This is an optimization exercise on Yosys and OpenROAD, whose aim is small area, a short achievable clock period and few clock cycles, not a production implementation.
At most, simulation tests tie the RTL to the original design; equivalence was not proved.
The RTL of run 6 was laid out without a check of its function.

## flow/design.v

```verilog
module audit_hash (
    input  wire         clk,
    input  wire         rst,
    input  wire         in_valid,
    output wire         in_ready,
    input  wire [63:0]  in_data,
    output reg          out_valid,
    output wire [255:0] out_hash
);
    localparam [31:0] IV0 = 32'h6a09e667, IV1 = 32'hbb67ae85, IV2 = 32'h3c6ef372, IV3 = 32'ha54ff53a,
                      IV4 = 32'h510e527f, IV5 = 32'h9b05688c, IV6 = 32'h1f83d9ab, IV7 = 32'h5be0cd19;
    reg         st;          
    reg  [6:0]  t;           
    reg         first;       
    reg  [2:0]  wc;          
    reg         hiok;        
    reg  [3:0]  pos;         
    reg         rounds;      
    reg         late;        
    reg         ffw;         
    reg         sw1;         
    reg  [2:0]  m;           
    reg         byp;         
    reg         ivld;        
    reg         push_hi;     
    reg         pad;         
    reg  [31:0] a, b, c, d, e, f, g, hk;
    reg  [31:0] w [0:15];
    reg  [31:0] ha [0:3];
    reg  [31:0] he [0:3];
    reg  [63:0] ibuf;
    reg         bfull;
    wire       push_lo = hiok;
    assign in_ready = ~bfull | hiok;
    wire       take = in_ready & in_valid;
    reg [31:0] k_t;
    always @(*) begin
        if (t[6]) k_t = 32'h428a2f98;
        else case (t[5:0])
            6'd0: k_t = 32'h71374491;
            6'd1: k_t = 32'hb5c0fbcf;
            6'd2: k_t = 32'he9b5dba5;
            6'd3: k_t = 32'h3956c25b;
            6'd4: k_t = 32'h59f111f1;
            6'd5: k_t = 32'h923f82a4;
            6'd6: k_t = 32'hab1c5ed5;
            6'd7: k_t = 32'hd807aa98;
            6'd8: k_t = 32'h12835b01;
            6'd9: k_t = 32'h243185be;
            6'd10: k_t = 32'h550c7dc3;
            6'd11: k_t = 32'h72be5d74;
            6'd12: k_t = 32'h80deb1fe;
            6'd13: k_t = 32'h9bdc06a7;
            6'd14: k_t = 32'hc19bf174;
            6'd15: k_t = 32'he49b69c1;
            6'd16: k_t = 32'hefbe4786;
            6'd17: k_t = 32'h0fc19dc6;
            6'd18: k_t = 32'h240ca1cc;
            6'd19: k_t = 32'h2de92c6f;
            6'd20: k_t = 32'h4a7484aa;
            6'd21: k_t = 32'h5cb0a9dc;
            6'd22: k_t = 32'h76f988da;
            6'd23: k_t = 32'h983e5152;
            6'd24: k_t = 32'ha831c66d;
            6'd25: k_t = 32'hb00327c8;
            6'd26: k_t = 32'hbf597fc7;
            6'd27: k_t = 32'hc6e00bf3;
            6'd28: k_t = 32'hd5a79147;
            6'd29: k_t = 32'h06ca6351;
            6'd30: k_t = 32'h14292967;
            6'd31: k_t = 32'h27b70a85;
            6'd32: k_t = 32'h2e1b2138;
            6'd33: k_t = 32'h4d2c6dfc;
            6'd34: k_t = 32'h53380d13;
            6'd35: k_t = 32'h650a7354;
            6'd36: k_t = 32'h766a0abb;
            6'd37: k_t = 32'h81c2c92e;
            6'd38: k_t = 32'h92722c85;
            6'd39: k_t = 32'ha2bfe8a1;
            6'd40: k_t = 32'ha81a664b;
            6'd41: k_t = 32'hc24b8b70;
            6'd42: k_t = 32'hc76c51a3;
            6'd43: k_t = 32'hd192e819;
            6'd44: k_t = 32'hd6990624;
            6'd45: k_t = 32'hf40e3585;
            6'd46: k_t = 32'h106aa070;
            6'd47: k_t = 32'h19a4c116;
            6'd48: k_t = 32'h1e376c08;
            6'd49: k_t = 32'h2748774c;
            6'd50: k_t = 32'h34b0bcb5;
            6'd51: k_t = 32'h391c0cb3;
            6'd52: k_t = 32'h4ed8aa4a;
            6'd53: k_t = 32'h5b9cca4f;
            6'd54: k_t = 32'h682e6ff3;
            6'd55: k_t = 32'h748f82ee;
            6'd56: k_t = 32'h78a5636f;
            6'd57: k_t = 32'h84c87814;
            6'd58: k_t = 32'h8cc70208;
            6'd59: k_t = 32'h90befffa;
            6'd60: k_t = 32'ha4506ceb;
            6'd61: k_t = 32'hbef9a3f7;
            6'd62: k_t = 32'hc67178f2;
            6'd63: k_t = 32'h428a2f98;
            default: k_t = 32'h0;
        endcase
    end
    wire [31:0] s1  = {e[5:0], e[31:6]} ^ {e[10:0], e[31:11]} ^ {e[24:0], e[31:25]};
    wire [31:0] ch  = (e & f) ^ (~e & g);
    wire [31:0] s0  = {a[1:0], a[31:2]} ^ {a[12:0], a[31:13]} ^ {a[21:0], a[31:22]};
    wire [31:0] maj = (a & b) ^ (a & c) ^ (b & c);
    wire [31:0] t1s = hk ^ s1 ^ ch;
    wire [31:0] t1c = {(hk[30:0] & s1[30:0]) | (hk[30:0] & ch[30:0]) | (s1[30:0] & ch[30:0]), 1'b0};
    wire [31:0] es  = t1s ^ t1c ^ d;
    wire [31:0] ec  = {(t1s[30:0] & t1c[30:0]) | (t1s[30:0] & d[30:0]) | (t1c[30:0] & d[30:0]), 1'b0};
    wire [31:0] as1 = t1s ^ t1c ^ s0;
    wire [31:0] ac1 = {(t1s[30:0] & t1c[30:0]) | (t1s[30:0] & s0[30:0]) | (t1c[30:0] & s0[30:0]), 1'b0};
    wire [31:0] as2 = as1 ^ ac1 ^ maj;
    wire [31:0] ac2 = {(as1[30:0] & ac1[30:0]) | (as1[30:0] & maj[30:0]) | (ac1[30:0] & maj[30:0]), 1'b0};
    wire [31:0] a_new = as2 + ac2;
    wire [31:0] e_new = es + ec;
    wire [31:0] ls0 = {w[1][6:0], w[1][31:7]} ^ {w[1][17:0], w[1][31:18]} ^ (w[1] >> 3);
    wire [31:0] ls1 = {w[14][16:0], w[14][31:17]} ^ {w[14][18:0], w[14][31:19]} ^ (w[14] >> 10);
    wire [31:0] w_new = ls1 + w[9] + ls0 + w[0];
    wire [31:0] hk_next = g + k_t + w[1];
    reg  [31:0] iva, ive;        
    reg  [31:0] lda, lde;        
    always @(*) begin
        case (t[1:0])
            2'd3: begin iva = IV3; ive = IV7; end
            2'd0: begin iva = IV2; ive = IV6; end
            2'd1: begin iva = IV1; ive = IV5; end
            default: begin iva = IV0; ive = IV4; end
        endcase
        case (t[1:0])
            2'd0: begin lda = IV3; lde = IV7; end
            2'd1: begin lda = IV2; lde = IV6; end
            2'd2: begin lda = IV1; lde = IV5; end
            default: begin lda = IV0; lde = IV4; end
        endcase
    end
    wire [31:0] suma = c + ha[0];
    wire [31:0] sume = g + he[0];
    wire [31:0] hw  = first ? 32'd0 : byp ? suma :
                      m[2] ? (m[0] ? he[2] : he[0]) : (m[0] ? ha[2] : ha[0]);
    reg  [1:0]  padk;        
    wire [31:0] padw = {padk[0], 21'd0, padk[1], padk[1], 8'd0};
    wire [31:0] w15 = (rounds & ~late) ? w_new :
                      push_hi ? ibuf[63:32] :
                      push_lo ? ibuf[31:0] :
                      pad     ? padw : w[0];
    assign out_hash = {ha[3], ha[2], ha[1], ha[0], he[3], he[2], he[1], he[0]};
    wire [2:0] wc_next = push_lo ? wc + 3'd1 : wc;
    wire go2 = ~st & t[6] & (t[3:0] == 4'd3) & ~wc[2];             
    wire go1 = st & t[6] & (t[3:0] == 4'd3) & wc_next[2];          
    wire go  = go1 | go2;
    wire       st_n    = go ? ~st : st;
    wire [6:0] t_n     = go ? 7'd0 :
                         {(t[3:0] == 4'd15 && t[6:4] != 3'd5) ? t[6:4] + 3'd1 : t[6:4], t[3:0] + 4'd1};
    wire [3:0] pos_n   = go ? 4'd12 : pos + 4'd1;
    wire       bfull_n = take | (bfull & ~push_lo);
    wire       hiok_n  = push_hi;
    wire       late_n  = t_n[6] | (t_n[5] & t_n[4]);
    integer i;
    always @(posedge clk) begin
        b <= a; c <= b; d <= c;
        f <= e; g <= f;
        hk <= hk_next;
        if (rounds) begin
            a <= a_new;
            e <= e_new;
        end else if (~st) begin
            a <= ha[3];
            e <= he[3];
        end else begin
            a <= lda;
            e <= lde;
        end
        for (i = 0; i < 15; i = i + 1)
            if (i != 1) w[i] <= w[i + 1];
        w[1]  <= sw1 ? hw : w[2];
        w[15] <= w15;
        for (i = 0; i < 3; i = i + 1) begin
            ha[i] <= ha[i + 1];
            he[i] <= he[i + 1];
        end
        ha[3] <= ffw ? suma : ivld ? iva : ha[0];
        he[3] <= ffw ? sume : ivld ? ive : he[0];
        if (take)
            ibuf <= in_data;
        if (rst) begin
            bfull     <= 1'b0;
            st        <= 1'b1;
            t         <= 7'd58;
            pos       <= 4'd6;
            rounds    <= 1'b1;
            late      <= 1'b1;
            ffw       <= 1'b0;
            sw1       <= 1'b0;
            m         <= 3'd0;
            byp       <= 1'b0;
            ivld      <= 1'b0;
            push_hi   <= 1'b0;
            pad       <= 1'b0;
            padk      <= 2'd0;
            first     <= 1'b1;
            wc        <= 3'd0;
            hiok      <= 1'b0;
            out_valid <= 1'b0;
        end else begin
            hiok      <= hiok_n;
            bfull     <= bfull_n;
            wc        <= wc_next;
            out_valid <= st & (t == 7'd66) & ~first;
            if (~st & (t == 7'd5))
                first <= 1'b0;
            st        <= st_n;
            t         <= t_n;
            pos       <= pos_n;
            rounds    <= ~t_n[6];
            late      <= late_n;
            ffw       <= (t_n >= 7'd63) & (t_n <= 7'd66);
            sw1       <= st_n ? (t_n[6] & (t_n[3:1] == 3'b001)) : (t_n[6:1] < 6'd3);
            m         <= st_n ? {2'b00, t_n[0]} : t_n[2:0] + 3'd2;
            byp       <= st_n & (t_n == 7'd66);
            ivld      <= ~st_n & (t_n >= 7'd8) & (t_n <= 7'd62);
            push_hi   <= bfull_n & ~hiok_n & late_n & (wc_next[2] == ~st_n) &
                         (pos_n == {st_n, wc_next[1:0], 1'b0});
            pad       <= ~st_n & late_n & pos_n[3];
            padk      <= {pos_n == 4'd15, pos_n == 4'd8};
        end
    end
endmodule
```

## flow/flow/run.sh

```bash
#!/bin/bash
set -euo pipefail
bash standard.sh "BUFFER_PORTS_ARGS=-buffer_cell sky130_fd_sc_hd__buf_1" SETUP_SLACK_MARGIN=5.3 finish > standard_flow.log 2>&1
```

## flow/standard.sh

```bash
#!/bin/bash
# synth_recipe.tcl (not shown) runs the flow's synth.tcl, then flattens the netlist and writes it again
# the make line also repeats each setting of config.mk as NAME=value (left out here)
make -C /OpenROAD-flow-scripts/flow DESIGN_CONFIG=/design/flow/config.mk WORK_HOME=/design/flow/orfs CLKGATE_MAP_FILE= SYNTH_SCRIPT=/design/flow/synth_recipe.tcl "${@:-finish}"
```

## flow/config.mk

```make
export PLATFORM = sky130hd
export DESIGN_NAME = audit_hash
export DESIGN_NICKNAME = audit_hash
export VERILOG_FILES = /design/flow/design.v
export SDC_FILE = /design/flow/constraint.sdc
export NUM_CORES = 4
export LEC_CHECK = 0
export CAP_MARGIN = 20
export CORE_MARGIN = 2
export CORE_UTILIZATION = 40
export CTS_CLUSTER_DIAMETER = 110
export CTS_CLUSTER_SIZE = 22
export PLACE_DENSITY = 0.6
export SLEW_MARGIN = 20
```

## flow/constraint.sdc

```tcl
create_clock -name core_clock -period 10.0 [get_ports {clk}]
set_input_delay 2.0000 -clock core_clock [delete_from_list [all_inputs] [get_ports {clk}]]
set_output_delay 2.0000 -clock core_clock [all_outputs]
set_load 0.01 [all_outputs]
```

==> results of run 1 <==
==> cell families (layout without fill, tap and decap cells) <==
| group | Yosys count | in the layout | share of synthesized area (%) |
|---|---|---|---|
| buf+inv | 637 | 934 | 4.86 |
| fa+ha+maj | 474 | 474 | 15.0 |
| other cells | 0 | 4 | 0 |
| flops | 1150 | 1150 | 47.4 |
| mux | 87 | 87 | 2.61 |
| xor+xnor | 410 | 410 | 7.19 |
| simple gates | 876 | 876 | 8.31 |
| compound gates | 1160 | 1160 | 14.6 |
==> path summary, 6_finish.rpt <==
kind | to | slack, ns | from | cells past startpoint
worst max-delay path | a[15] | 5.26 | e[15] | 18
worst min-delay path | ha[0][6] | 0.31 | ha[1][6] | 0
worst max register to register | a[15] | 5.26 | e[15] | 18
worst min register to register | ha[0][6] | 0.31 | ha[1][6] | 0
==> layout by cell type, fill, tap and decap left out, types with 38 or more instances in the layout <==
| cell | count |
|---|---|
| sky130_fd_sc_hd__dfxtp_1 | 1017 |
| sky130_fd_sc_hd__inv_1 | 431 |
| sky130_fd_sc_hd__buf_1 | 323 |
| sky130_fd_sc_hd__a21oi_1 | 309 |
| sky130_fd_sc_hd__nand2_1 | 298 |
| sky130_fd_sc_hd__o21ai_0 | 286 |
| sky130_fd_sc_hd__xnor2_1 | 281 |
| sky130_fd_sc_hd__fa_1 | 214 |
| sky130_fd_sc_hd__nor2_1 | 212 |
| sky130_fd_sc_hd__ha_1 | 208 |
| sky130_fd_sc_hd__xor2_1 | 105 |
| sky130_fd_sc_hd__a21o_1 | 95 |
| sky130_fd_sc_hd__buf_4 | 77 |
| sky130_fd_sc_hd__nor3_1 | 64 |
| sky130_fd_sc_hd__edfxtp_1 | 64 |
| sky130_fd_sc_hd__nand3_1 | 61 |
| sky130_fd_sc_hd__clkbuf_16 | 60 |
| sky130_fd_sc_hd__a211oi_1 | 50 |
| sky130_fd_sc_hd__dfxtp_2 | 50 |
| sky130_fd_sc_hd__nor2b_1 | 46 |
| sky130_fd_sc_hd__a31oi_1 | 41 |
| sky130_fd_sc_hd__mux2i_1 | 38 |
==> area by class of cell <==
cell class	instances	area (um2)
diodes	4	10.0
clock buffers	68	1530
clock inverters	10	168
fillers	11869	68200
inverters	454	1710
multi-input cells	3007	24500
flip-flops and latches	1150	23800
well taps	1637	2050
repair buffers	402	1810
==> state kept, by name, indices dropped and copies added (netlist names), 2 cells and up, named ones only <==
name,flops
pos,4
f,32
t,7
e,32
g,32
c,32
padk,2
w,512
ibuf,64
ha,128
he,128
b,32
wc,3
a,32
hk,32
d,32
==> metal layers <==
layer	GRT usage (%)	up-vias	wire length [um]
met5	0	-	0
met4	13.0	0	9960
met3	3.81	366	13500
met2	44.8	1669	82700
met1	38.1	18366	77800
li1	-	16903	-
==> repair_timing <==
action	CTS	global route
hold buffers	0	0
pin swaps	29	49
endpoints found under the setup margin	65	51
gates resized for setup	91	120
setup buffers	14	12
==> flow_summary.ini, run 1 <==
[timing]
worst-slew-pin-transition_ns = 1.16
number_of_slew_limit_violations_in_the_final_report = 0
finalWorstPathRequiredPeriod_ns = 4.74
timing.final.ws_setup_ns = 5.26
whs_ns = 0.308
slew-limit-headroom_pct = 21.9
maximum_clock_frequency_mhz = 211
finalSetupTns_ns = 0
setup_repair_after_global_routing_missed_its_margin = true
final-setup-viol-count = 0
finalClockSkew_ns = 0.0640
hold_viol = 0
final_min_period_over_clock_period_pct = 47.4

[global_routing]
grt_pass1_wl_mm = 257
grt_util_all_layers_pct = 28.2
grt_remaining_overflow = 0
grt_max_degree = 70
initial_antenna_violation_count = 17
first_global_vias = 35392

[die]
die_w_um = 357
dieArea_um2 = 128000
initial_core_util_pct = 40.3
floorplan_core_area_um2 = 124000
fp.dieH_um = 357
io-pin-count = 325
rows = 129

[setup_path]
critical_path_peak_fanout = 5
path_delay_family = adder cells
crit_path_start_kind = register
path_common_cell = sky130_fd_sc_hd__fa_1
crit_path_end_kind = register
crit_path_max_cell_delay_ns = 0.53
worst-path-buf-inv = 3
timing.critical_path.cells = xnor2_2, xnor2_2, fa_1, inv_1, fa_1, inv_1, fa_1, ha_2, o21ai_4, a21oi_4, o41a_1, buf_4, o21a_1, o21ai_2, a21oi_2, o21a_1, o2111a_1, nor3_2
critPathRequiredTime_ns = 10.61
critical_path.slowest_cell = sky130_fd_sc_hd__fa_1
critPathArrivalTime_ns = 5.35
setup.worst_path.class = reg2reg

[synth]
synth_cell_types = 95
synth_enable_flop_cells = 64
syn_avg_cell_area_um2 = 10.4
net_count_after_synthesis = 5304
netlist_top_cells_count = 1,086 x sky130_fd_sc_hd__dfxtp_1, 444 x sky130_fd_sc_hd__inv_1, 318 x sky130_fd_sc_hd__a21oi_1
synthDominantAreaCellType = sky130_fd_sc_hd__dfxtp_1
yosys.cell_count.top_type = sky130_fd_sc_hd__dfxtp_1
async_flop_share_pct = 0
synth.yosys.seq_area_share_pct = 47.4
synth_cells = 4794
netlist.area_leader.share_pct = 43.5
synthTopCellsByArea = sky130_fd_sc_hd__dfxtp_1 44%, sky130_fd_sc_hd__fa_1 8.8%, sky130_fd_sc_hd__ha_1 5.6%, sky130_fd_sc_hd__xnor2_1 5.3%, sky130_fd_sc_hd__edfxtp_1 3.8%
yosys_warnings = 4
post_synth_instance_area_um2 = 49900
yosys_most_used_dff = sky130_fd_sc_hd__dfxtp_1
synth_seq_cells = 1150

[placement]
place_congestion = 1.00
dp_hpwl_mm = 143
placed_area_um2 = 52900
place.detailed.instances = 6624
number_of_port_buffers = 324
dp_slack_ns = 4.34

[final_layout]
fin_cells = 6732
nNetsFinal = 5585
post_route_core_utilization_pct = 44.9
area_growth_pct = 11.2
share_of_cells_above_drive_strength_1_pct = 8.07
postLayoutCellArea_um2 = 55600

[route]
route.detailed.wl_per_inst_um = 27.3
vias = 37304
violation_count_after_the_first_detailed_route_iteration = 3613
routed_wl_mm = 184
post_drt_via_cell_ratio = 5.54
remaining_drc_errors = 0
drt_first_pass_iters = 6
antenna_violating_nets_remaining = 0

[run_status]
run_status = complete, no violations

[clock_network]
cts_max_level = 2
clkSlewWorstSetupHoldPaths_ns = 0.10
cts-root-to-sink-buffers = 3
cts.root.buffer_cell = sky130_fd_sc_hd__clkbuf_16
tritoncts.num_buffers = 60
clkLatencyLatePin_ns = 0.73
cts_tree = yes
tritoncts_num_sinks = 1150

[min_path]
worstHoldPathType = reg2reg

[job]
maxCapViolations = 0
Testbench counts, summed over its fixed seeds: cycles 104,520.
==> inputs of run 2 (changes only) <==
==> flow/flow/run.sh (replaced) <==
#!/bin/bash
set -euo pipefail
bash standard.sh "BUFFER_PORTS_ARGS=-buffer_cell sky130_fd_sc_hd__buf_1" SETUP_SLACK_MARGIN=5.7 finish > standard_flow.log 2>&1
==> run 2 against run 1 <==
Largest cell class unchanged. Still clean. Clock-buffer cell count did not move. Sequential cell count unchanged. Maximum frequency shrank 0.84%. First-iteration DRC count grew 8.2%. Via count rose by 0.80%. Cell count is 0.37% higher.
==> flow_summary.ini, run 2 <==
[global_routing]
grt_pass1_wl_mm = 263
grt_remaining_overflow = 0
grt_util_all_layers_pct = 28.9
initial_antenna_violation_count = 24
grt_max_degree = 70
first_global_vias = 35867

[timing]
timing.final.ws_setup_ns = 5.22
hold_viol = 0
finalSetupTns_ns = 0
setup_repair_after_global_routing_missed_its_margin = true
final-setup-viol-count = 0
finalWorstPathRequiredPeriod_ns = 4.78
number_of_slew_limit_violations_in_the_final_report = 0
slew-limit-headroom_pct = 21.5
final_min_period_over_clock_period_pct = 47.8
maximum_clock_frequency_mhz = 209
finalClockSkew_ns = 0.0443
worst-slew-pin-transition_ns = 1.17

[synth]
netlist.area_leader.share_pct = 43.5
async_flop_share_pct = 0
synth_seq_cells = 1150
netlist_top_cells_count = 1,086 x sky130_fd_sc_hd__dfxtp_1, 444 x sky130_fd_sc_hd__inv_1, 318 x sky130_fd_sc_hd__a21oi_1
synth.yosys.seq_area_share_pct = 47.4
yosys.cell_count.top_type = sky130_fd_sc_hd__dfxtp_1
synthTopCellsByArea = sky130_fd_sc_hd__dfxtp_1 44%, sky130_fd_sc_hd__fa_1 8.8%, sky130_fd_sc_hd__ha_1 5.6%, sky130_fd_sc_hd__xnor2_1 5.3%, sky130_fd_sc_hd__edfxtp_1 3.8%
syn_avg_cell_area_um2 = 10.4
yosys_most_used_dff = sky130_fd_sc_hd__dfxtp_1
yosys_warnings = 4
synth_cell_types = 95
synth_cells = 4794
synthDominantAreaCellType = sky130_fd_sc_hd__dfxtp_1
net_count_after_synthesis = 5304
post_synth_instance_area_um2 = 49900
synth_enable_flop_cells = 64

[final_layout]
share_of_cells_above_drive_strength_1_pct = 9.62
layout.area.seq_um2 = 23800
most-common-layout-cells = 1,006 x sky130_fd_sc_hd__dfxtp_1, 432 x sky130_fd_sc_hd__inv_1, 323 x sky130_fd_sc_hd__buf_1
flip_flop_count_of_the_largest_register_after_layout = 512
largest-register = w
multiInputGateArea_um2 = 24900
area_growth_pct = 12.6
most_common_cell_after_layout_fill_and_taps_aside = sky130_fd_sc_hd__dfxtp_1
num-fill-cells = 11812
biggestRegsByFlops = w x512, ha x128, he x128
nNetsFinal = 5608

[setup_path]
timing.critical_path.cells = xnor2_4, xnor2_2, fa_1, inv_2, fa_2, fa_1, inv_1, ha_2, inv_2, fa_2, nand2b_4, a21oi_4, o41a_1, buf_6, o211ai_1, buf_4, a21oi_4, o2111ai_2, and4_4, nor4_2, nand3b_1
critPathArrivalTime_ns = 5.42
critPathRequiredTime_ns = 10.64
crit_path_start_kind = register
critical_path_peak_fanout = 4
crit_path_max_cell_delay_ns = 0.57
setup.worst_path.class = reg2reg
worst-path-buf-inv = 5
path_delay_family = adder cells
crit_path_end_kind = register
critical_path.slowest_cell = sky130_fd_sc_hd__fa_2

[clock_network]
clkLatencyLatePin_ns = 0.73
ctsHoldBuffers = 0
cts-root-to-sink-buffers = 3
cts_max_level = 2
clkSlewWorstSetupHoldPaths_ns = 0.10
tritoncts_num_sinks = 1150
tritoncts.num_buffers = 60
cts.root.buffer_cell = sky130_fd_sc_hd__clkbuf_16
cts_tree = yes

[die]
floorplan_core_area_um2 = 124000
initial_core_util_pct = 40.3
fp.dieH_um = 357
io-pin-count = 325
dieArea_um2 = 128000
rows = 129
die_w_um = 357

[route]
route.detailed.wl_per_inst_um = 27.9
post_drt_via_cell_ratio = 5.57
vias = 37603
remaining_drc_errors = 0
drt_first_pass_iters = 6
antenna_violating_nets_remaining = 0
violation_count_after_the_first_detailed_route_iteration = 3908
routed_wl_mm = 189

[run_status]
run_status = complete, no violations

[placement]
dp_slack_ns = 4.66
place_congestion = 1.01
number_of_port_buffers = 324
dp_hpwl_mm = 147

[min_path]
worstHoldPathType = reg2reg

[job]
maxCapViolations = 0
==> run 2: through the flow <==
step	cells	utilization [%]	area [um2]	hold slack, ns
after floorplan	4794	-	50000	0.310
after global placement	6623	42.8	52900	0.310
after detailed placement	6623	42.8	52900	0.312
after CTS	6730	44.9	55600	0.304
after global routing	6753	45.4	56200	0.315
final	6757	45.4	56200	0.314
==> run 2: path summary, 6_finish.rpt <==
check / cells past startpoint / start / slack [ns] / end
hold / removal: 0 / w[15][10] / 0.31 / w[14][10]
setup / recovery: 21 / e[26] / 5.22 / a[23]
setup reg to reg: 21 / e[26] / 5.22 / a[23]
hold reg to reg: 0 / w[15][10] / 0.31 / w[14][10]
==> run 2: cell families (layout without fill, tap and decap cells) <==
kind of cell	Yosys count	in the layout	synth area share, %
AO/OA/AOI/OAI	1160	1160	14.6
XOR/XNOR	410	410	7.19
adder cells (fa/ha/maj)	474	474	15.0
buffers and inverters	637	958	4.86
flip-flops	1150	1150	47.4
multiplexers	87	87	2.61
other	0	5	0
AND/OR/NAND/NOR	876	876	8.31
==> run 2: metal layers <==
layer  GRT usage (%)  share of wire, %
met5               0             0.023
met4            13.8               5.6
met3            4.23               7.6
met2            45.9                45
met1            38.6                42
==> run 2: layout make-up <==
type	instances	share of cell area (%)
inverter	454	3.04
multi-input combinational	3007	44.3
clock buffer	68	2.74
antenna	5	0.0223
timing repair buffer	425	3.59
clock inverter	11	0.292
sequential	1150	42.4
tap	1637	3.64
==> run 2: what timing repair did <==
item | CTS | global route
cloned | 0 | 0
endpoints found under the setup margin | 91 | 79
gates resized for setup | 204 | 107
buffers inserted | 28 | 22
pin swaps | 65 | 49
==> inputs of run 3 (changes only) <==
==> flow/flow/run.sh (replaced) <==
#!/bin/bash
set -euo pipefail
bash standard.sh "BUFFER_PORTS_ARGS=-buffer_cell sky130_fd_sc_hd__buf_1" SETUP_SLACK_MARGIN=5.5 finish > standard_flow.log 2>&1
==> run 3 against run 2 <==
Still clean. Clock-buffer cell count did not move. Via count fell by 0.73%. Worst setup slack improved by 0.025 ns. Sequential cell count did not move. Non-clock buffer count rose by 1. Critical path type unchanged. Largest cell class unchanged.
==> flow_summary.ini, run 3 <==
[min_path]
min_to = ha[0][6]
min-delay-start = ha[1][6]
holdPathStages = 0
worstHoldPathType = reg2reg

[timing]
worst-slew-pin-transition_ns = 1.13
finalClockSkew_ns = 0.0649
finalWorstPathRequiredPeriod_ns = 4.75
hold_viol = 0
maximum_clock_frequency_mhz = 210
final-setup-viol-count = 0
setup_repair_after_global_routing_missed_its_margin = true
number_of_slew_limit_violations_in_the_final_report = 0
final_min_period_over_clock_period_pct = 47.5
slew-limit-headroom_pct = 24.0
finalSetupTns_ns = 0

[final_layout]
nNetsFinal = 5609
biggestRegsByFlops = w x512, ha x128, he x128
most-common-layout-cells = 1,007 x sky130_fd_sc_hd__dfxtp_1, 429 x sky130_fd_sc_hd__inv_1, 323 x sky130_fd_sc_hd__buf_1
area_growth_pct = 12.4
largest-register = w
share_of_cells_above_drive_strength_1_pct = 9.44
most_common_cell_after_layout_fill_and_taps_aside = sky130_fd_sc_hd__dfxtp_1
flip_flop_count_of_the_largest_register_after_layout = 512

[route]
route.detailed.wl_per_inst_um = 27.4
remaining_drc_errors = 0
vias = 37329
post_drt_via_cell_ratio = 5.53
violation_count_after_the_first_detailed_route_iteration = 3763
antenna_violating_nets_remaining = 0
drt_first_pass_iters = 5
routed_wl_mm = 185

[synth]
synthDominantAreaCellType = sky130_fd_sc_hd__dfxtp_1
net_count_after_synthesis = 5304
synth_cell_types = 95
netlist.area_leader.share_pct = 43.5
post_synth_instance_area_um2 = 49900
synth_enable_flop_cells = 64
synth_cells = 4794
netlist_top_cells_count = 1,086 x sky130_fd_sc_hd__dfxtp_1, 444 x sky130_fd_sc_hd__inv_1, 318 x sky130_fd_sc_hd__a21oi_1
yosys_most_used_dff = sky130_fd_sc_hd__dfxtp_1
async_flop_share_pct = 0
yosys_warnings = 4
syn_avg_cell_area_um2 = 10.4
synth_seq_cells = 1150
yosys.cell_count.top_type = sky130_fd_sc_hd__dfxtp_1
synth.yosys.seq_area_share_pct = 47.4
synthTopCellsByArea = sky130_fd_sc_hd__dfxtp_1 44%, sky130_fd_sc_hd__fa_1 8.8%, sky130_fd_sc_hd__ha_1 5.6%, sky130_fd_sc_hd__xnor2_1 5.3%, sky130_fd_sc_hd__edfxtp_1 3.8%

[setup_path]
ff2ff_setup_slack_ns = 5.25
critPathArrivalTime_ns = 5.37
regToRegEndpoint = a[31]
path_common_cell = sky130_fd_sc_hd__fa_1
critical_path.slowest_cell = sky130_fd_sc_hd__dfxtp_1
reg2reg_depth = 18
critical_path_peak_fanout = 5
critPathRequiredTime_ns = 10.62
critical_path.reg2reg.startpoint = a[3]
crit_path_max_cell_delay_ns = 0.57
path_delay_family = adder cells
crit_path_end_kind = register
setup.worst_path.class = reg2reg
timing.critical_path.cells = xor2_1, xnor2_1, fa_1, fa_1, inv_1, ha_2, inv_2, fa_2, nand2b_4, a21oi_4, o41a_1, o211ai_1, buf_4, a31o_4, nand3_4, a221oi_4, o2111ai_1, nor3b_1
worst-path-buf-inv = 3
crit_path_start_kind = register

[die]
io-pin-count = 325
fp.dieH_um = 357
floorplan_core_area_um2 = 124000
dieArea_um2 = 128000
rows = 129
initial_core_util_pct = 40.3
die_w_um = 357

[global_routing]
grt_pass1_wl_mm = 258
grt_util_all_layers_pct = 28.2
grt_max_degree = 70
grt_remaining_overflow = 0
initial_antenna_violation_count = 15
first_global_vias = 35439

[placement]
dp_hpwl_mm = 143
number_of_port_buffers = 324
place_congestion = 1.00

[job]
maxCapViolations = 0

[clock_network]
cts-root-to-sink-buffers = 3
cts_tree = yes
cts_max_level = 2
ctsHoldBuffers = 0
clkSlewWorstSetupHoldPaths_ns = 0.10
tritoncts_num_sinks = 1150
tritoncts.num_buffers = 60
cts.root.buffer_cell = sky130_fd_sc_hd__clkbuf_16
clkLatencyLatePin_ns = 0.74

[run_status]
run_status = complete, no violations
-- run 3: per-layer routing --
metal | GRT usage, % | routed length [um]
met1 | 38.4 | 79200
met4 | 13.2 | 10400
met2 | 44.8 | 82900
met5 | 0 | 0
met3 | 3.61 | 12800
-- run 3: repair_timing --
action                                  CTS  global route
buffers inserted                         20            30
endpoints found under the setup margin   82            79
pin swaps                                52            68
resized for setup                       180           109
-- run 3: layout make-up --
type	count	area (um2)
clock buffers	68	1530
repair buffers	426	2030
clock inverters	10	168
well taps	1637	2050
fillers	11791	67700
diodes	3	7.51
flip-flops and latches	1150	23800
inverters	454	1710
multi-input cells	3007	24800
-- run 3: cells by family after synthesis --
logic type / count (synthesis) / synth area share (%)
flip-flops: 1150 / 47.4
AO/OA/AOI/OAI: 1160 / 14.6
multiplexers: 87 / 2.61
XOR/XNOR: 410 / 7.19
adder cells (fa/ha/maj): 474 / 15.0
AND/OR/NAND/NOR: 876 / 8.31
buffers and inverters: 637 / 4.86
-- run 3: worst register-to-register path, stage by stage (launching register included) --
cell and delay (ns):
sky130_fd_sc_hd__dfxtp_1 0.57, sky130_fd_sc_hd__xor2_1 0.14, sky130_fd_sc_hd__xnor2_1 0.56, sky130_fd_sc_hd__fa_1 0.54, sky130_fd_sc_hd__fa_1 0.49, sky130_fd_sc_hd__inv_1 0.04, sky130_fd_sc_hd__ha_2 0.17, sky130_fd_sc_hd__inv_2 0.06
sky130_fd_sc_hd__fa_2 0.20, sky130_fd_sc_hd__nand2b_4 0.14, sky130_fd_sc_hd__a21oi_4 0.06, sky130_fd_sc_hd__o41a_1 0.43, sky130_fd_sc_hd__o211ai_1 0.20, sky130_fd_sc_hd__buf_4 0.18, sky130_fd_sc_hd__a31o_4 0.20, sky130_fd_sc_hd__nand3_4 0.11
sky130_fd_sc_hd__a221oi_4 0.27, sky130_fd_sc_hd__o2111ai_1 0.12, sky130_fd_sc_hd__nor3b_1 0.16
-- run 3: worst max-delay path by stage --
stage                      from       end  slack (ns)  cells after the start
after floorplan           e[18]     a[26]        5.58                     16
after global placement      rst  register        4.28                      9
after detailed placement    rst  register        4.34                      9
after CTS                 e[12]     a[23]        5.21                     20
after global routing      e[12]     a[31]        5.18                     20
final                      a[3]     a[31]        5.25                     18
-- run 3: per-stage QoR --
stage / util, % / area, um2 / hold slack, ns / std cells / setup WS (ns)
floorplan: - / 49900 / 0.310 / 4794 / 5.58
global placement: 42.7 / 52900 / 0.310 / 6624 / 4.28
detailed placement: 42.7 / 52900 / 0.312 / 6624 / 4.34
CTS: 44.7 / 55400 / 0.316 / 6722 / 5.21
global route: 45.3 / 56100 / 0.317 / 6752 / 5.18
finish: 45.3 / 56100 / 0.311 / 6755 / 5.25
==> inputs of run 4 (changes only) <==
--- a/flow/config.mk
+++ b/flow/config.mk
@@ -9,6 +9,6 @@
 export CORE_MARGIN = 2
-export CORE_UTILIZATION = 40
+export CORE_UTILIZATION = 55
 export CTS_CLUSTER_DIAMETER = 110
 export CTS_CLUSTER_SIZE = 22
-export PLACE_DENSITY = 0.6
+export PLACE_DENSITY = 0.7
 export SLEW_MARGIN = 20
==> run 4 against run 3 <==
Critical path type unchanged. Critical endpoint is now a[30]. Register-to-register slack better by 0.08 ns. Clock-buffer cell count did not move. Final area down 1.7%. Still clean. Die area is 27% lower.
==> flow_summary.ini, run 4 <==
[clock_network]
clkSlewWorstSetupHoldPaths_ns = 0.10
cts_tree = yes
clkLatencyLatePin_ns = 0.72
ctsHoldBuffers = 0
cts-root-to-sink-buffers = 3
tritoncts.num_buffers = 59
cts_max_level = 2
tritoncts_num_sinks = 1150
cts.root.buffer_cell = sky130_fd_sc_hd__clkbuf_16

[final_layout]
layout.area.seq_um2 = 23800
most-common-layout-cells = 1,012 x sky130_fd_sc_hd__dfxtp_1, 430 x sky130_fd_sc_hd__inv_1, 323 x sky130_fd_sc_hd__buf_1
postLayoutCellArea_um2 = 55200
biggestRegsByFlops = w x512, ha x128, he x128
nNetsFinal = 5593
multiInputGateArea_um2 = 24600
post_route_core_utilization_pct = 61.3
most_common_cell_after_layout_fill_and_taps_aside = sky130_fd_sc_hd__dfxtp_1
area_growth_pct = 10.4
largest-register = w
share_of_cells_above_drive_strength_1_pct = 8.54
flip_flop_count_of_the_largest_register_after_layout = 512
num-fill-cells = 7578

[setup_path]
crit_path_start_kind = register
critical_path_peak_fanout = 6
critPathRequiredTime_ns = 10.63
critPathArrivalTime_ns = 5.30
critical_path.reg2reg.startpoint = e[25]
crit_path_end_kind = register
setup.worst_path.class = reg2reg
worstSetupStartpoint = e[25]

[route]
routed_wl_mm = 175
antenna_violating_nets_remaining = 0
remaining_drc_errors = 0
violation_count_after_the_first_detailed_route_iteration = 4509
vias = 37498
drt_first_pass_iters = 6
route.detailed.wl_per_inst_um = 27.9
post_drt_via_cell_ratio = 5.97

[die]
die_w_um = 305
dieArea_um2 = 93200
floorplan_core_area_um2 = 90000
fp.dieH_um = 305
initial_core_util_pct = 55.5
rows = 110
io-pin-count = 325

[global_routing]
first_global_vias = 35458
grt_most_used_layer = met2
met3_usage_pct = 6.41
grt_max_degree = 70
use_met2_pct = 57.9
grt_util_all_layers_pct = 36.9
initial_antenna_violation_count = 5
gr-usage-met1_pct = 48.5
grt_remaining_overflow = 0
grt_pass1_wl_mm = 250

[timing]
final-setup-viol-count = 0
maximum_clock_frequency_mhz = 214
finalClockSkew_ns = 0.0528
setup_repair_after_global_routing_missed_its_margin = true
slew-limit-headroom_pct = 20.3
timing.final.ws_setup_ns = 5.33
number_of_slew_limit_violations_in_the_final_report = 0
final_min_period_over_clock_period_pct = 46.7
worst-slew-pin-transition_ns = 1.16
finalWorstPathRequiredPeriod_ns = 4.67
finalSetupTns_ns = 0
hold_viol = 0

[synth]
synth_cell_types = 95
netlist_top_cells_count = 1,086 x sky130_fd_sc_hd__dfxtp_1, 444 x sky130_fd_sc_hd__inv_1, 318 x sky130_fd_sc_hd__a21oi_1
netlist.area_leader.share_pct = 43.5
synth_cells = 4794
syn_avg_cell_area_um2 = 10.4
synthDominantAreaCellType = sky130_fd_sc_hd__dfxtp_1
yosys_warnings = 4
synth_enable_flop_cells = 64
synthTopCellsByArea = sky130_fd_sc_hd__dfxtp_1 44%, sky130_fd_sc_hd__fa_1 8.8%, sky130_fd_sc_hd__ha_1 5.6%, sky130_fd_sc_hd__xnor2_1 5.3%, sky130_fd_sc_hd__edfxtp_1 3.8%
synth_seq_cells = 1150
post_synth_instance_area_um2 = 49900
yosys.cell_count.top_type = sky130_fd_sc_hd__dfxtp_1
yosys_most_used_dff = sky130_fd_sc_hd__dfxtp_1
async_flop_share_pct = 0
synth.yosys.seq_area_share_pct = 47.4
net_count_after_synthesis = 5304

[placement]
dp_slack_ns = 4.72
placed_area_um2 = 52300
place_congestion = 1.05
number_of_port_buffers = 324
dp_hpwl_mm = 135

[run_status]
run_status = complete, no violations

[min_path]
min-delay-start = w[4][10]
worstHoldPathType = reg2reg

[job]
maxCapViolations = 0
-- run 4: cell counts after synthesis --
Identical to the previous run, type by type.
-- run 4: area by class of cell --
type	count	share of cell area (%)
sequential	1150	43.1
clock buffer	68	2.76
multi-input combinational	3007	44.6
timing repair buffer	411	3.48
clock inverter	5	0.188
tap	1176	2.67
antenna	5	0.0227
inverter	454	3.10
-- run 4: through the flow --
step	std cells	hold WS [ns]
after floorplan	4794	0.310
after global placement	6159	0.310
after detailed placement	6159	0.312
after CTS	6241	0.302
after global routing	6271	0.320
final	6276	0.307
-- run 4: final timing paths --
kind	end	slack, ns	cells after the start
worst max-delay path	a[30]	5.33	17
worst min-delay path	w[3][10]	0.31	0
worst max register to register	a[30]	5.33	17
worst min register to register	w[3][10]	0.31	0
-- run 4: logic make-up after synthesis --
group	after synthesis	synth area share, %
AOI/OAI and AO/OA	1160	14.6
xor gates and xnor gates	410	7.19
adders and majority gates	474	15.0
buffers and inverters	637	4.86
DFF	1150	47.4
muxes	87	2.61
and+or+nand+nor	876	8.31
-- run 4: metal layers --
layer | up-vias | routed length (um)
li1 | 16892 | -
met1 | 18072 | 69800
met2 | 2041 | 77500
met3 | 491 | 15600
met4 | 2 | 12100
met5 | - | 13
-- run 4: what timing repair did --
item	CTS	global route
resized for setup	98	149
pin swaps	27	79
buffers inserted	9	29
endpoints found under the setup margin	75	73
-- run 4: critical path: stages (launching register included) --
cell and delay (ns):
sky130_fd_sc_hd__dfxtp_4 0.39, sky130_fd_sc_hd__buf_4 0.16, sky130_fd_sc_hd__xnor2_4 0.15, sky130_fd_sc_hd__xnor2_2 0.16, sky130_fd_sc_hd__fa_1 0.57, sky130_fd_sc_hd__inv_2 0.06, sky130_fd_sc_hd__fa_1 0.47, sky130_fd_sc_hd__inv_1 0.05
sky130_fd_sc_hd__fa_1 0.55, sky130_fd_sc_hd__ha_4 0.22, sky130_fd_sc_hd__a21o_1 0.20, sky130_fd_sc_hd__a21oi_2 0.16, sky130_fd_sc_hd__nor2b_2 0.09, sky130_fd_sc_hd__or4b_4 0.50, sky130_fd_sc_hd__o211ai_1 0.30, sky130_fd_sc_hd__a41oi_2 0.18
sky130_fd_sc_hd__o21a_1 0.23, sky130_fd_sc_hd__o31ai_2 0.16
==> inputs of run 5 (changes only) <==
--- a/flow/config.mk
+++ b/flow/config.mk
@@ -9,6 +9,7 @@
 export CORE_MARGIN = 2
-export CORE_UTILIZATION = 55
-export CTS_CLUSTER_DIAMETER = 110
+export CORE_UTILIZATION = 60
+export CTS_BUF_LIST = sky130_fd_sc_hd__clkbuf_8 sky130_fd_sc_hd__clkbuf_16
+export CTS_CLUSTER_DIAMETER = 100
 export CTS_CLUSTER_SIZE = 22
-export PLACE_DENSITY = 0.7
+export PLACE_DENSITY = 0.75
 export SLEW_MARGIN = 20
==> run 5 against run 4 <==
Worst setup slack worse by 0.017 ns. First-iteration DRC count is 4.0% lower. Clock-buffer cell count is 8 lower. Sequential cell count stayed put. Still clean on timing, DRC and antenna. Register-to-register slack worse by 0.02 ns. Sequential share of layout area is 0.30 points higher. Non-clock buffer count is 21 lower.
==> flow_summary.ini, run 5 <==
[run_status]
run_status = complete, no violations

[final_layout]
nNetsFinal = 5572
most_common_cell_after_layout_fill_and_taps_aside = sky130_fd_sc_hd__dfxtp_1
layout.area.seq_um2 = 23800
num-fill-cells = 6419
largest-register = w
multiInputGateArea_um2 = 24600
most-common-layout-cells = 1,015 x sky130_fd_sc_hd__dfxtp_1, 440 x sky130_fd_sc_hd__inv_1, 323 x sky130_fd_sc_hd__buf_1
area_growth_pct = 9.69
flip_flop_count_of_the_largest_register_after_layout = 512
share_of_cells_above_drive_strength_1_pct = 7.88
post_route_core_utilization_pct = 66.6
biggestRegsByFlops = w x512, ha x128, he x128

[placement]
place_congestion = 1.07
number_of_port_buffers = 324
dp_hpwl_mm = 130

[setup_path]
timing.critical_path.cells = buf_6, mux2_2, fa_1, inv_2, fa_1, inv_1, fa_1, ha_4, a21o_1, o21bai_2, a221oi_2, buf_4, a31o_4, nand3_4, a221oi_2, o2111ai_1, nor3b_2
crit_path_start_kind = register
setup.worst_path.class = reg2reg
critical_path.slowest_cell = sky130_fd_sc_hd__fa_1
regToRegEndpoint = a[31]
ff2ff_setup_slack_ns = 5.31
path_delay_family = adder cells
critical_path.reg2reg.startpoint = e[12]
reg2reg_depth = 17
worst-path-buf-inv = 4
crit_path_end_kind = register
critPathRequiredTime_ns = 10.58
crit_path_max_cell_delay_ns = 0.56
path_common_cell = sky130_fd_sc_hd__fa_1
critical_path_peak_fanout = 5
critPathArrivalTime_ns = 5.27

[timing]
number_of_slew_limit_violations_in_the_final_report = 0
maximum_clock_frequency_mhz = 213
worst-slew-pin-transition_ns = 1.10
setup_repair_after_global_routing_missed_its_margin = true
final-setup-viol-count = 0
slew-limit-headroom_pct = 25.8
finalClockSkew_ns = 0.0210
whs_ns = 0.324
finalWorstPathRequiredPeriod_ns = 4.69
hold_viol = 0
finalSetupTns_ns = 0
final_min_period_over_clock_period_pct = 46.9

[synth]
synth_enable_flop_cells = 64
async_flop_share_pct = 0
synthTopCellsByArea = sky130_fd_sc_hd__dfxtp_1 44%, sky130_fd_sc_hd__fa_1 8.8%, sky130_fd_sc_hd__ha_1 5.6%, sky130_fd_sc_hd__xnor2_1 5.3%, sky130_fd_sc_hd__edfxtp_1 3.8%
synthDominantAreaCellType = sky130_fd_sc_hd__dfxtp_1
netlist.area_leader.share_pct = 43.5
synthSimpleGateAreaFrac_pct = 8.31
post_synth_instance_area_um2 = 49900
synth.yosys.seq_area_share_pct = 47.4
yosys.area_share.xor_xnor_pct = 7.19
yosys_warnings = 4
synth_seq_cells = 1150
synth_cell_types = 95
syn_avg_cell_area_um2 = 10.4
net_count_after_synthesis = 5304
synth-compound-area-share_pct = 14.6
synthMuxAreaShare_pct = 2.61
yosys_most_used_dff = sky130_fd_sc_hd__dfxtp_1
yosys.area_share.adder_pct = 15.0
synth_cells = 4794
netlist_top_cells_count = 1,086 x sky130_fd_sc_hd__dfxtp_1, 444 x sky130_fd_sc_hd__inv_1, 318 x sky130_fd_sc_hd__a21oi_1
yosys.cell_count.top_type = sky130_fd_sc_hd__dfxtp_1
main_combinational_cell_family_by_area_after_synthesis = adder cells

[die]
rows = 105
io-pin-count = 325
floorplan_core_area_um2 = 82200
initial_core_util_pct = 60.7
fp.dieH_um = 293
die_w_um = 293
dieArea_um2 = 85600

[min_path]
holdPathStages = 0
min_to = w[7][9]
min-delay-start = w[8][9]
worstHoldPathType = reg2reg

[clock_network]
cts.root.buffer_cell = sky130_fd_sc_hd__clkbuf_16
clkSlewWorstSetupHoldPaths_ns = 0.10
cts_max_level = 2
cts_tree = yes
tritoncts_num_sinks = 1150
tritoncts.num_buffers = 59
cts-root-to-sink-buffers = 3
clkLatencyLatePin_ns = 0.69

[route]
drt_first_pass_iters = 6
route.detailed.wl_per_inst_um = 27.8
top_layer = met4
wl_met1_mm = 66.1
wl_met3_mm = 17.5
remaining_drc_errors = 0
violation_count_after_the_first_detailed_route_iteration = 4330
post_drt_via_cell_ratio = 6.19
vias = 38037
antenna_violating_nets_remaining = 0
detailroute.wirelength.met2_mm = 73.6
routed_wl_mm = 171

[global_routing]
first_global_vias = 36068
grt_util_all_layers_pct = 39.4
grt_max_degree = 78
grt_pass1_wl_mm = 246
grt_remaining_overflow = 0
initial_antenna_violation_count = 6

[job]
maxCapViolations = 0
[run 5: changes by cell type in the layout (fill, tap and decap cells not counted), sizes merged]
cell,delta
buf,-22
clkbuf,-7
inv,+6
diode,-2
clkinv,+1
clkinvlp,+1
[run 5: logic make-up after synthesis]
| kind of cell | count (synthesis) |
|---|---|
| AOI/OAI and AO/OA | 1160 |
| DFF | 1150 |
| and+or+nand+nor | 876 |
| buffers and inverters | 637 |
| adders and majority gates | 474 |
| xor gates and xnor gates | 410 |
| muxes | 87 |
[run 5: cell type report]
cell class / count / share of cell area (%)
Clock inverter: 13 / 0.254
Multi-Input combinational cell: 3007 / 44.8
Inverter: 454 / 3.13
Clock buffer: 60 / 2.72
Timing Repair Buffer: 390 / 3.17
Antenna cell: 3 / 0.0137
Tap cell: 1070 / 2.44
Sequential cell: 1150 / 43.4
[run 5: through the flow]
step | cells | cell area, um2 | worst slack, ns
global placement | 6046 | 52100 | 4.53
CTS | 6132 | 54300 | 5.25
finish | 6147 | 54800 | 5.31
detailed placement | 6046 | 52100 | 4.48
global route | 6144 | 54800 | 5.22
floorplan | 4794 | 49900 | 5.58
[run 5: what timing repair did]
item | 4_1_cts | 5_1_grt
buffers inserted | 13 | 12
endpoints found under the setup margin | 70 | 74
pin swaps | 26 | 34
gates resized for setup | 120 | 112
hold buffers | 0 | 0
[run 5: how the worst max path moves through the flow]
stage,depth (start not counted),slack (ns),to,startpoint
after global placement,9,4.53,register,rst
after global routing,20,5.22,a[31],e[12]
after detailed placement,9,4.48,register,rst
after CTS,20,5.25,a[31],e[12]
final,17,5.31,a[31],e[12]
after floorplan,16,5.58,a[26],e[18]
[run 5: layer usage]
| layer | up-vias | track usage, % |
|---|---|---|
| met2 | 2347 | 60.2 |
| met1 | 18235 | 51.3 |
| met5 | - | 0 |
| met4 | 0 | 25.4 |
| li1 | 16865 | - |
| met3 | 590 | 8.14 |
==> inputs of run 6 (changes only) <==
--- a/flow/design.v
+++ b/flow/design.v
@@ -106,2 +106,16 @@
     end
+    function [31:0] ks_add(input [31:0] x, input [31:0] y);
+        reg [31:0] gg, pp;
+        integer i, k;
+        begin
+            gg = x & y;
+            pp = x ^ y;
+            for (k = 1; k < 32; k = k * 2)
+                for (i = 31; i >= k; i = i - 1) begin
+                    gg[i] = gg[i] | (pp[i] & gg[i - k]);
+                    pp[i] = pp[i] & pp[i - k];
+                end
+            ks_add = x ^ y ^ {gg[30:0], 1'b0};
+        end
+    endfunction
     wire [31:0] s1  = {e[5:0], e[31:6]} ^ {e[10:0], e[31:11]} ^ {e[24:0], e[31:25]};
@@ -118,4 +132,4 @@
     wire [31:0] ac2 = {(as1[30:0] & ac1[30:0]) | (as1[30:0] & maj[30:0]) | (ac1[30:0] & maj[30:0]), 1'b0};
-    wire [31:0] a_new = as2 + ac2;
-    wire [31:0] e_new = es + ec;
+    wire [31:0] a_new = ks_add(as2, ac2);
+    wire [31:0] e_new = ks_add(es, ec);
     wire [31:0] ls0 = {w[1][6:0], w[1][31:7]} ^ {w[1][17:0], w[1][31:18]} ^ (w[1] >> 3);
--- a/flow/config.mk
+++ b/flow/config.mk
@@ -9,7 +9,6 @@
 export CORE_MARGIN = 2
-export CORE_UTILIZATION = 60
-export CTS_BUF_LIST = sky130_fd_sc_hd__clkbuf_8 sky130_fd_sc_hd__clkbuf_16
-export CTS_CLUSTER_DIAMETER = 100
+export CORE_UTILIZATION = 40
+export CTS_CLUSTER_DIAMETER = 110
 export CTS_CLUSTER_SIZE = 22
-export PLACE_DENSITY = 0.75
+export PLACE_DENSITY = 0.6
 export SLEW_MARGIN = 20
==> run 6 against run 5 <==
Still clean. Maximum frequency fell by 0.24%. Clock-buffer cell count grew 12. Largest cell class unchanged.
==> flow_summary.ini, run 6 <==
[global_routing]
grt_pass1_wl_mm = 246
first_global_vias = 34502
grt_util_all_layers_pct = 26.7
grt_remaining_overflow = 0
grt_max_degree = 76
initial_antenna_violation_count = 18

[final_layout]
area_growth_pct = 13.7
biggestRegsByFlops = w x512, ha x128, he x128
share_of_cells_above_drive_strength_1_pct = 10.7
post_route_core_utilization_pct = 46.0
most_common_cell_after_layout_fill_and_taps_aside = sky130_fd_sc_hd__dfxtp_1
nNetsFinal = 5555
most-common-layout-cells = 1,006 x sky130_fd_sc_hd__dfxtp_1, 461 x sky130_fd_sc_hd__inv_1, 324 x sky130_fd_sc_hd__buf_1
flip_flop_count_of_the_largest_register_after_layout = 512
largest-register = w

[synth]
async_flop_share_pct = 0
synthDominantAreaCellType = sky130_fd_sc_hd__dfxtp_1
synth.yosys.seq_area_share_pct = 47.9
post_synth_instance_area_um2 = 49400
yosys_warnings = 4
synth_enable_flop_cells = 64
netlist.area_leader.share_pct = 44.0
synth_cells = 4711
yosys_most_used_dff = sky130_fd_sc_hd__dfxtp_1
syn_avg_cell_area_um2 = 10.5
synth_cell_types = 82
synth_seq_cells = 1150
synthTopCellsByArea = sky130_fd_sc_hd__dfxtp_1 44%, sky130_fd_sc_hd__fa_1 8.9%, sky130_fd_sc_hd__xnor2_1 5.9%, sky130_fd_sc_hd__ha_1 5.7%, sky130_fd_sc_hd__edfxtp_1 3.9%
net_count_after_synthesis = 5221
yosys.cell_count.top_type = sky130_fd_sc_hd__dfxtp_1
netlist_top_cells_count = 1,086 x sky130_fd_sc_hd__dfxtp_1, 474 x sky130_fd_sc_hd__inv_1, 332 x sky130_fd_sc_hd__xnor2_1

[route]
antenna_violating_nets_remaining = 0
remaining_drc_errors = 0
routed_wl_mm = 173
route.detailed.wl_per_inst_um = 25.9
violation_count_after_the_first_detailed_route_iteration = 3727
post_drt_via_cell_ratio = 5.43
drt_first_pass_iters = 6
vias = 36374

[job]
maxCapViolations = 0

[timing]
final_min_period_over_clock_period_pct = 47.0
whs_ns = 0.310
finalSetupTns_ns = 0
finalWorstPathRequiredPeriod_ns = 4.70
hold_viol = 0
worst-slew-pin-transition_ns = 1.12
slew-limit-headroom_pct = 24.6
number_of_slew_limit_violations_in_the_final_report = 0
setup_repair_after_global_routing_missed_its_margin = true
finalClockSkew_ns = 0.0366
maximum_clock_frequency_mhz = 213
final-setup-viol-count = 0

[clock_network]
cts-root-to-sink-buffers = 3
clkSlewWorstSetupHoldPaths_ns = 0.10
tritoncts.num_buffers = 61
cts_tree = yes
cts.root.buffer_cell = sky130_fd_sc_hd__clkbuf_16
tritoncts_num_sinks = 1150
clkLatencyLatePin_ns = 0.73
cts_max_level = 2
ctsHoldBuffers = 0

[die]
fp.dieH_um = 356
die_w_um = 356
rows = 128
dieArea_um2 = 126000
initial_core_util_pct = 40.5
floorplan_core_area_um2 = 122000
io-pin-count = 325

[min_path]
worstHoldPathType = reg2reg
min_to = w[14][12]
holdPathStages = 0
min-delay-start = w[15][12]

[setup_path]
critPathRequiredTime_ns = 10.57
setup.worst_path.class = reg2reg
critical_path_peak_fanout = 8
crit_path_end_kind = register
ff2ff_setup_slack_ns = 5.30
regToRegEndpoint = a[31]
reg2reg_depth = 17
critPathArrivalTime_ns = 5.27
critical_path.reg2reg.startpoint = g[17]
crit_path_start_kind = register

[placement]
dp_hpwl_mm = 133
number_of_port_buffers = 324
place_congestion = 0.999

[run_status]
run_status = complete, no violations
==> run 6: cell count changes after synthesis, moves of 10 or more <==
cell | previous run | this run
sky130_fd_sc_hd__inv_1 | 444 | 474
sky130_fd_sc_hd__a221oi_1 | 4 | 15
sky130_fd_sc_hd__nor3_1 | 67 | 55
sky130_fd_sc_hd__o21ai_1 | 20 | 4
sky130_fd_sc_hd__o21a_1 | 35 | 25
sky130_fd_sc_hd__nand2_1 | 298 | 258
sky130_fd_sc_hd__o211ai_1 | 36 | 24
sky130_fd_sc_hd__xnor2_1 | 305 | 332
sky130_fd_sc_hd__maj3_1 | 31 | 4
sky130_fd_sc_hd__nor2_1 | 217 | 207
sky130_fd_sc_hd__or2_2 | 5 | 15
sky130_fd_sc_hd__a21o_1 | 95 | 150
==> run 6: cell type report <==
class                      instances  area, um2
antenna                            7       17.5
clock inverter                    12        169
timing repair buffer             443       2190
tap                             1625       2030
clock buffer                      72       1580
sequential                      1150      23900
inverter                         480       1810
fill                           11414      66000
multi-input combinational       2909      24600
==> run 6: per-stage QoR <==
| step | std cells | setup slack [ns] | cell area [um2] |
|---|---|---|---|
| after CTS | 6661 | 5.29 | 55300 |
| final | 6698 | 5.30 | 56200 |
| after floorplan | 4711 | 5.46 | 49500 |
| after global placement | 6536 | 4.39 | 52400 |
| after detailed placement | 6536 | 4.38 | 52500 |
| after global routing | 6692 | 5.20 | 56200 |
==> run 6: cell families (layout without fill, tap and decap cells) <==
logic type	Yosys count	after routing	synth area share, %
adder cells (fa/ha/maj)	447	447	14.6
flip-flops	1150	1150	47.9
multiplexers	93	93	2.76
other	0	7	0
AO/OA/AOI/OAI	1151	1151	14.7
AND/OR/NAND/NOR	789	789	7.44
XOR/XNOR	429	429	7.60
buffers and inverters	652	1007	5.00
==> run 6: routing by layer <==
metal / GRT usage (%) / vias to the layer above / routed length, um
li1: - / 16589 / -
met1: 37.1 / 17683 / 74600
met2: 41.4 / 1735 / 76400
met3: 3.33 / 361 / 12900
met4: 12.6 / 6 / 9230
met5: 0 / - / 37
==> run 6: worst max path at each step <==
stage | from | to | slack [ns]
finish | g[17] | a[31] | 5.30
CTS | e[25] | a[31] | 5.29
detailed placement | e[27] | a[24] | 4.38
floorplan | w[14][20] | w[15][23] | 5.46
global route | g[17] | a[31] | 5.20
global placement | e[27] | a[24] | 4.39
==> run 6: timing repair <==
item                       in CTS  in global routing
setup endpoints to repair      83                 68
gates resized for setup       208                145
pin swaps                      85                 89
buffers inserted               41                 30
==> run 6: worst max-delay path, cell delays in order, from the launching register on <==
cell                       delay (ns)
sky130_fd_sc_hd__dfxtp_1         0.46
sky130_fd_sc_hd__inv_1           0.20
sky130_fd_sc_hd__o21ai_0         0.30
sky130_fd_sc_hd__fa_2            0.56
sky130_fd_sc_hd__fa_1            0.39
sky130_fd_sc_hd__inv_1           0.11
sky130_fd_sc_hd__fa_1            0.43
sky130_fd_sc_hd__inv_1           0.07
sky130_fd_sc_hd__ha_2            0.32
sky130_fd_sc_hd__a21o_1          0.19
sky130_fd_sc_hd__a21oi_2         0.14
sky130_fd_sc_hd__o221ai_2        0.12
sky130_fd_sc_hd__or3b_4          0.40
sky130_fd_sc_hd__o21ai_4         0.20
sky130_fd_sc_hd__o21bai_4        0.12
sky130_fd_sc_hd__a221oi_2        0.29
sky130_fd_sc_hd__xnor2_1         0.17
sky130_fd_sc_hd__a21oi_1         0.09

-- what the ideal ports hide --
No port has a modelled driver above. Below, the same layouts with a new extraction and two added sets of constraints. Step 1: set_driving_cell puts a clkbuf_16 on clk and a buf_2 on each other input, an assumption about the parent block. Step 2 moves the port delays by t, midway between the first and last clock arrival at a register: inputs arrive t later, outputs are due t later. That takes back most of the time a late clock gives input paths. Three values: ideal ports, drivers, drivers and shift; two values: the first two.
run	t (ns)	slack for setup (ns)	hold WS [ns]	latest minus earliest clock arrival (ns)	worst data-port slew with drivers (ns)
run 1	0.782	5.261 / 5.261 / 4.939	0.308 / 0.308 / 0.308	0.066 / 0.066	0.07
run 2	0.791	5.221 / 5.221 / 5.118	0.314 / 0.314 / 0.314	0.055 / 0.055	0.06
run 3	0.785	5.246 / 5.246 / 4.881	0.311 / 0.311 / 0.311	0.067 / 0.067	0.07
run 4	0.764	5.328 / 5.328 / 4.946	0.307 / 0.307 / 0.307	0.055 / 0.055	0.05
run 5	0.746	5.311 / 5.311 / 5.112	0.324 / 0.324 / 0.324	0.021 / 0.021	0.05
run 6	0.782	5.300 / 5.300 / 5.020	0.310 / 0.310 / 0.310	0.037 / 0.037	0.04
After both steps setup and hold are still met in every run listed. The setup slack of run 4, which loses most, moves by 0.000 ns with the drivers and by -0.382 ns with both steps.
